Background: an optimization exercise with open tools, aiming at small area and a short achievable clock period. Do not read the settings as production practice. Where RTL was checked, it was by simulation tests only, not by an equivalence proof against the original. Power figures rest on the tool's default switching activity, not on a simulated workload.

==> inputs of 09-27 <==
## lc8b10b_slot
module lc8b10b_slot (
    input  wire         clk,
    input  wire         rst,         
    input  wire         in_valid,
    input  wire         in_entry,    
    input  wire [159:0] in_sym,
    output wire         out_valid,
    output reg  [159:0] out_sym,     
    output reg  [127:0] out_data,    
    output reg  [15:0]  out_k,       
    output reg  [15:0]  out_err      
);
Settings: LEC_CHECK=0, CAP_MARGIN=20, CORE_MARGIN=2, CORE_UTILIZATION=40, CTS_BUF_LIST=sky130_fd_sc_hd__clkbuf_4, CTS_CLUSTER_SIZE=20, SLEW_MARGIN=20, TNS_END_PERCENT=0; clock period 175.0 ns.
standard.sh (not shown) runs the stock make flow with config.mk's settings and CLKGATE_MAP_FILE= SYNTH_SCRIPT=/design/flow/synth_recipe.tcl, a recipe that flattens the netlist after the stock synthesis.
==> flow/flow/run.sh <==
#!/bin/bash
# The standard layout (standard.sh), with four changes to how it is made:
# - synthesis maps with ABC's &nf mapper (flow/abc_map.script) instead of
#   ORFS's script, through flow/synth.tcl, which is synth_recipe.tcl with only
#   the ABC script swapped;
# - no full/half-adder extraction before ABC (ADDER_MAP_FILE empty);
# - ports are buffered with sky130_fd_sc_hd__buf_1;
# - ORFS's timing repair aims for 137 ns of setup slack (SETUP_SLACK_MARGIN)
#   instead of 0, so it sizes the slowest paths of this design up. The clock,
#   its period and all constraints are the standard flow's own, unchanged.
# Each tool's output goes to the ORFS logs under orfs/logs; make's own output
# to flow_make.log here.
set -euo pipefail
W=$(pwd)
export FLOW_ABC_SCRIPT=$W/flow/abc_map.script
bash standard.sh "SYNTH_SCRIPT=$W/flow/synth.tcl" "ADDER_MAP_FILE=" \
  "BUFFER_PORTS_ARGS=-buffer_cell sky130_fd_sc_hd__buf_1" SETUP_SLACK_MARGIN=137 finish > flow_make.log 2>&1
test -s out/final.def
==> flow/flow/abc_map.script <==
strash; &get -n; &nf -R 1000; &put; topo; stime -c
==> flow/flow/synth.tcl <==
# The standard flow's synthesis script (synth_recipe.tcl) with ABC's mapping script replaced
# by the one named in FLOW_ABC_SCRIPT.
proc synth {args} { yosys synth -nofsm -noshare {*}$args }
proc abc {args} {
  set i [lsearch -exact $args -script]
  if { $i >= 0 } { lset args [expr {$i + 1}] $::env(FLOW_ABC_SCRIPT) }
  yosys abc {*}$args
}
source $::env(SCRIPTS_DIR)/synth.tcl
# left out here: clear keep_hierarchy, flatten, clean up, hide names made inside functions, write 1_2_yosys.v
==> 12-09 (differences from 09-27) <==
--- a/flow/flow/run.sh
+++ b/flow/flow/run.sh
@@ -5,7 +5,7 @@
 #   the ABC script swapped;
 # - no full/half-adder extraction before ABC (ADDER_MAP_FILE empty);
 # - ports are buffered with sky130_fd_sc_hd__buf_1;
-# - ORFS's timing repair aims for 137 ns of setup slack (SETUP_SLACK_MARGIN)
+# - ORFS's timing repair aims for 136 ns of setup slack (SETUP_SLACK_MARGIN)
 #   instead of 0, so it sizes the slowest paths of this design up. The clock,
 #   its period and all constraints are the standard flow's own, unchanged.
 # Each tool's output goes to the ORFS logs under orfs/logs; make's own output
@@ -14,5 +14,5 @@
 W=$(pwd)
 export FLOW_ABC_SCRIPT=$W/flow/abc_map.script
 bash standard.sh "SYNTH_SCRIPT=$W/flow/synth.tcl" "ADDER_MAP_FILE=" \
-  "BUFFER_PORTS_ARGS=-buffer_cell sky130_fd_sc_hd__buf_1" SETUP_SLACK_MARGIN=137 finish > flow_make.log 2>&1
+  "BUFFER_PORTS_ARGS=-buffer_cell sky130_fd_sc_hd__buf_1" SETUP_SLACK_MARGIN=136 finish > flow_make.log 2>&1
 test -s out/final.def
--- a/flow/config.mk
+++ b/flow/config.mk
@@ -7,8 +7,7 @@
 export LEC_CHECK = 0
 export CAP_MARGIN = 20
 export CORE_MARGIN = 2
-export CORE_UTILIZATION = 40
+export CORE_UTILIZATION = 55
 export CTS_BUF_LIST = sky130_fd_sc_hd__clkbuf_4
 export CTS_CLUSTER_SIZE = 20
 export SLEW_MARGIN = 20
-export TNS_END_PERCENT = 0
==> comparison table <==
Layout Nets: 12-09 3,602; 09-27 3,623
Psw: 12-09 0.249 mW; 09-27 0.266 mW
Post-route fraction of the period consumed by the critical path: 12-09 22.1%; 09-27 21.8%
Fraction of area in multi-input gates: 12-09 65.3%; 09-27 64.5%
Number of clock buffers inserted by TritonCTS: 12-09 56; 09-27 59
Startpoint of the most critical register-to-register path: 12-09 r_dfl[0]; 09-27 st_n
Overall via count from detail_route: 12-09 23,626; 09-27 23,564
Met2 track demand over resource in global routing: 12-09 54.7%; 09-27 42.7%
Worst r2r path cells: 12-09 9; 09-27 6
Final cell area excluding filler cells: 12-09 22,400 µm²; 09-27 23,200 µm²
Power after layout: 12-09 0.458 mW; 09-27 0.500 mW
Status: 12-09 timing/DRC/antenna clean; 09-27 timing/DRC/antenna clean
GRT Resource Usage Total: 12-09 33.2%; 09-27 26.3%
Fin worst setup slack: 12-09 136.28 ns; 09-27 136.80 ns

* * *

==> inputs of job 1811 <==
lc8b10b_slot, a different RTL version from the one above (not shown whole).
==> module lc8b10b_slot, before the edit <==
module lc8b10b_slot (
    input  wire         clk,
    input  wire         rst,         
    input  wire         in_valid,
    input  wire         in_entry,    
    input  wire [159:0] in_sym,
    output wire         out_valid,
    output reg  [159:0] out_sym,     
    output reg  [127:0] out_data,    
    output reg  [15:0]  out_k,       
    output reg  [15:0]  out_err      
);
  reg [159:0] r_sym;
  reg [15:0]  r_err, r_okn, r_dfl;
  reg         r_valid, r_entry;
  reg         st_n, st_p, st_t;
  assign out_valid = r_valid;
  wire [15:0]  okn, okp, gn, gp, dfl;    
  wire [127:0] byt;                 
  wire [15:0]  kk, a6, mfj, mgh;
  genvar g;
  generate
    for (g = 0; g < 16; g = g + 1) begin : sym
      lc_rx_sym rx (.w(in_sym[10*g +: 10]), .okn(okn[g]), .okp(okp[g]), .gn(gn[g]), .gp(gp[g]),
                    .dfl(dfl[g]));
      lc_tx_sym tx (.w(r_sym[10*g +: 10]), .byt(byt[8*g +: 8]), .kk(kk[g]),
                    .a6(a6[g]), .mfj(mfj[g]), .mgh(mgh[g]));
    end
  endgenerate
  reg [15:0] gn2, gp2, qn, qp, ft, qt;    
  reg [15:0] pn, pp;                      
  reg [15:0] bad;
  reg        sn, sp, t0;
  reg [9:0]  w, msk;
  reg        nw;
  reg [159:0] sym_n;
  integer    i, l, m;
  always @* begin
    gn2 = gn;
    gp2 = gp;
    for (l = 0; l < 4; l = l + 1) begin
      qn = gn2;
      qp = gp2;
      for (i = 0; i < 16; i = i + 1)
        if ((i >> l) & 1) begin
          m = ((i >> l) << l) - 1;
          gn2[i] = qn[i] | (~qp[i] & qn[m]);
          gp2[i] = qp[i] | (~qn[i] & qp[m]);
        end
    end
    sn = st_n & ~in_entry;
    sp = st_p & ~in_entry;
    pn = {gn2[14:0] | (~gp2[14:0] & {15{sn}}), sn};
    pp = {gp2[14:0] | (~gn2[14:0] & {15{sp}}), sp};
    for (i = 0; i < 16; i = i + 1) begin
      bad[i] = ~((~pp[i] & okn[i]) | (~pn[i] & okp[i]));
      sym_n[10*i +: 10] = bad[i] ? 10'b0001011110 : in_sym[10*i +: 10];
    end
  end
  always @* begin
    ft = r_dfl;
    for (l = 0; l < 4; l = l + 1) begin
      qt = ft;
      for (i = 0; i < 16; i = i + 1)
        if ((i >> l) & 1) begin
          m = ((i >> l) << l) - 1;
          ft[i] = qt[i] ^ qt[m];
        end
    end
    t0 = st_t & ~r_entry;
    for (i = 0; i < 16; i = i + 1) begin
      out_err[i] = r_err[i];
      out_k[i]   = kk[i];
      out_data[8*i +: 8] = byt[8*i +: 8];
      w   = r_sym[10*i +: 10];
      msk = {mfj[i], mgh[i], mgh[i], mfj[i], {6{a6[i]}}};
      if (i == 0)
        nw = ~(t0 ^ r_okn[i]);
      else
        nw = ~(ft[i-1] ^ (t0 ^ r_okn[i]));
      out_sym[10*i +: 10] = w ^ (msk & {10{nw}});
    end
  end
  always @(posedge clk) begin
    r_sym   <= sym_n;
    r_entry <= in_entry;
    r_err   <= bad;
    r_okn   <= okn | bad;
    r_dfl   <= dfl & ~bad;    
    if (rst) begin
      r_valid <= 1'b0;
      st_n    <= 1'b0;
      st_p    <= 1'b0;
      st_t    <= 1'b0;
    end else begin
      r_valid <= in_valid;
      if (in_valid) begin
        st_n <= gn2[15] | (~gp2[15] & sn);
        st_p <= gp2[15] | (~gn2[15] & sp);
      end
      if (r_valid)
        st_t <= t0 ^ ft[15];
    end
  end
endmodule
Settings: LEC_CHECK=0, CAP_MARGIN=20, CORE_MARGIN=2, CORE_UTILIZATION=40, SLEW_MARGIN=20; clock period 175.0 ns.
==> flow/flow/run.sh <==
#!/bin/bash
# The standard layout (standard.sh), with three changes to how it is made:
# - synthesis maps with ABC's &nf mapper (flow/abc_map.script) instead of
#   ORFS's script, through flow/synth.tcl, which is synth_recipe.tcl with only
#   the ABC script swapped;
# - no full/half-adder extraction before ABC (ADDER_MAP_FILE empty);
# - ports are buffered with sky130_fd_sc_hd__buf_1.
# Each tool's output goes to the ORFS logs under orfs/logs; make's own output
# to flow_make.log here.
set -euo pipefail
W=$(pwd)
export FLOW_ABC_SCRIPT=$W/flow/abc_map.script
bash standard.sh "SYNTH_SCRIPT=$W/flow/synth.tcl" "ADDER_MAP_FILE=" \
  "BUFFER_PORTS_ARGS=-buffer_cell sky130_fd_sc_hd__buf_1" SETUP_SLACK_MARGIN=136 finish > flow_make.log 2>&1
test -s out/final.def
Scripts as last shown in full above: flow/flow/abc_map.script, flow/flow/synth.tcl
==> job 6918 (differences from job 1811) <==
--- a/flow/design.v
+++ b/flow/design.v
@@ -14,3 +14,3 @@
   reg [15:0]  r_err, r_okn, r_dfl;
-  reg         r_valid, r_entry;
+  reg         r_valid;
   reg         st_n, st_p, st_t;
@@ -69,3 +69,3 @@
     end
-    t0 = st_t & ~r_entry;
+    t0 = st_t;
     for (i = 0; i < 16; i = i + 1) begin
@@ -85,3 +85,2 @@
     r_sym   <= sym_n;
-    r_entry <= in_entry;
     r_err   <= bad;
@@ -100,3 +99,5 @@
       end
-      if (r_valid)
+      if (in_valid & in_entry)
+        st_t <= 1'b0;
+      else if (r_valid)
         st_t <= t0 ^ ft[15];
- CTS_BUF_LIST: default -> sky130_fd_sc_hd__clkbuf_4
- CTS_CLUSTER_SIZE: default -> 20
==> job 4562 (differences from job 1811) <==
- CTS_BUF_LIST: default -> sky130_fd_sc_hd__clkbuf_4
- CTS_CLUSTER_SIZE: default -> 20
==> summary of the runs <==
Power: job 6918 > job 1811 > job 4562.
Against job 1811, the first-iteration DRC count of job 4562 is larger by 7.5%.
The highest final cell count belongs to job 6918, the lowest to job 1811.
In job 1811 the worst setup slack is better than in job 6918, by 160 ps.
Job 4562 completed with no timing, DRC or antenna violations. Job 6918 finished clean. Job 1811 passed the timing, design-rule and antenna checks.
In area after synthesis, job 6918 and job 4562 hardly differ.
Global-route usage, lowest first: job 1811, job 6918, job 4562.
In sequential power, job 4562 and job 1811 hardly differ.
Via count, highest first: job 6918, job 4562, job 1811.
==> figures <==
| quantity | job 4562 | job 6918 | job 1811 |
|---|---|---|---|
| Run status | timing/DRC/antenna clean | timing/DRC/antenna clean | timing/DRC/antenna clean |
| Kind of start point of the critical path | flip-flop | flip-flop | input port |
| Largest fanout on the critical path | 8 | 9 | 12 |
| Post-synthesis instance area | 19790 um^2 | 19830 um^2 | 19790 um^2 |
| Part of the power in registers | 17.7% | 17.0% | 17.1% |
| Fraction of the mapped netlist area in compound gates | 35.64% | 34.59% | 35.64% |
| Peak per-stage delay on the critical path | 580 ps | 520 ps | 420 ps |
| P_seq | 0.0770 mW | 0.0776 mW | 0.0770 mW |
| Clock sink count | 213 | 212 | 213 |
| Syn_nets | 3042 | 3071 | 3042 |
| Xor/xnor cell area share of the yosys netlist | 11.37% | 11.31% | 11.37% |
| Clock skew after layout | 46.17 ps | 31.97 ps | 22.56 ps |
| Die extent in x | 226.5 um | 226.7 um | 226.5 um |
| Synthesized flop and latch total | 213 | 212 | 213 |
| Worst setup startpoint | r_dfl[0] | r_dfl[0] | in_sym[34] |
| Power density cells | 18.63 nW/um^2 | 19.70 nW/um^2 | 19.12 nW/um^2 |
| Kind of capture point of the worst setup path | output port | output port | flip-flop |
The RTL of job 6918 was laid out without a check of its function.

-- separate check: timing with driven ports --
The flow's constraints put no driver on any port. The routed layouts listed below were extracted and timed again, unchanged, in two steps. Step 1 (the two cells are an assumption about what drives the block):
set clk [get_ports {clk}]
set_driving_cell -lib_cell sky130_fd_sc_hd__clkbuf_16 $clk
set_driving_cell -lib_cell sky130_fd_sc_hd__buf_2 [delete_from_list [all_inputs] $clk]
Step 2 adds t to the input delays and takes it off the output delays; t is the mean of the earliest and latest rising clock arrival at the registers after step 1. Input paths then give back, and output paths get back, about the clock's delay inside the block. a / b / c = ideal ports / drivers / drivers and shift; a / b = the first two.
| run | shift t [ns] | setup WS [ns] | hold slack, ns | worst setup path at the end | slew at the worst register clock pin (ns) |
|---|---|---|---|---|---|
| 09-27 | 0.851 | 136.803 / 136.751 / 136.119 | 0.536 / 0.536 / 0.536 | input to register | 0.09 / 0.09 |
| 12-09 | 0.764 | 136.279 / 136.228 / 135.703 | 0.527 / 0.527 / 0.527 | input to register | 0.08 / 0.08 |
| job 1811 | 0.604 | 136.440 / 136.432 / 135.866 | 0.514 / 0.514 / 0.514 | input to register | 0.06 / 0.06 |
| job 6918 | 0.816 | 136.278 / 136.227 / 135.576 | 0.539 / 0.539 / 0.539 | input to register | 0.07 / 0.07 |
| job 4562 | 0.838 | 136.377 / 136.327 / 135.598 | 0.515 / 0.515 / 0.515 | input to register | 0.09 / 0.09 |
After both steps every run listed still meets setup and hold. The setup slack of job 4562, which loses most, moves by -0.050 ns with the drivers and by -0.779 ns with both steps.
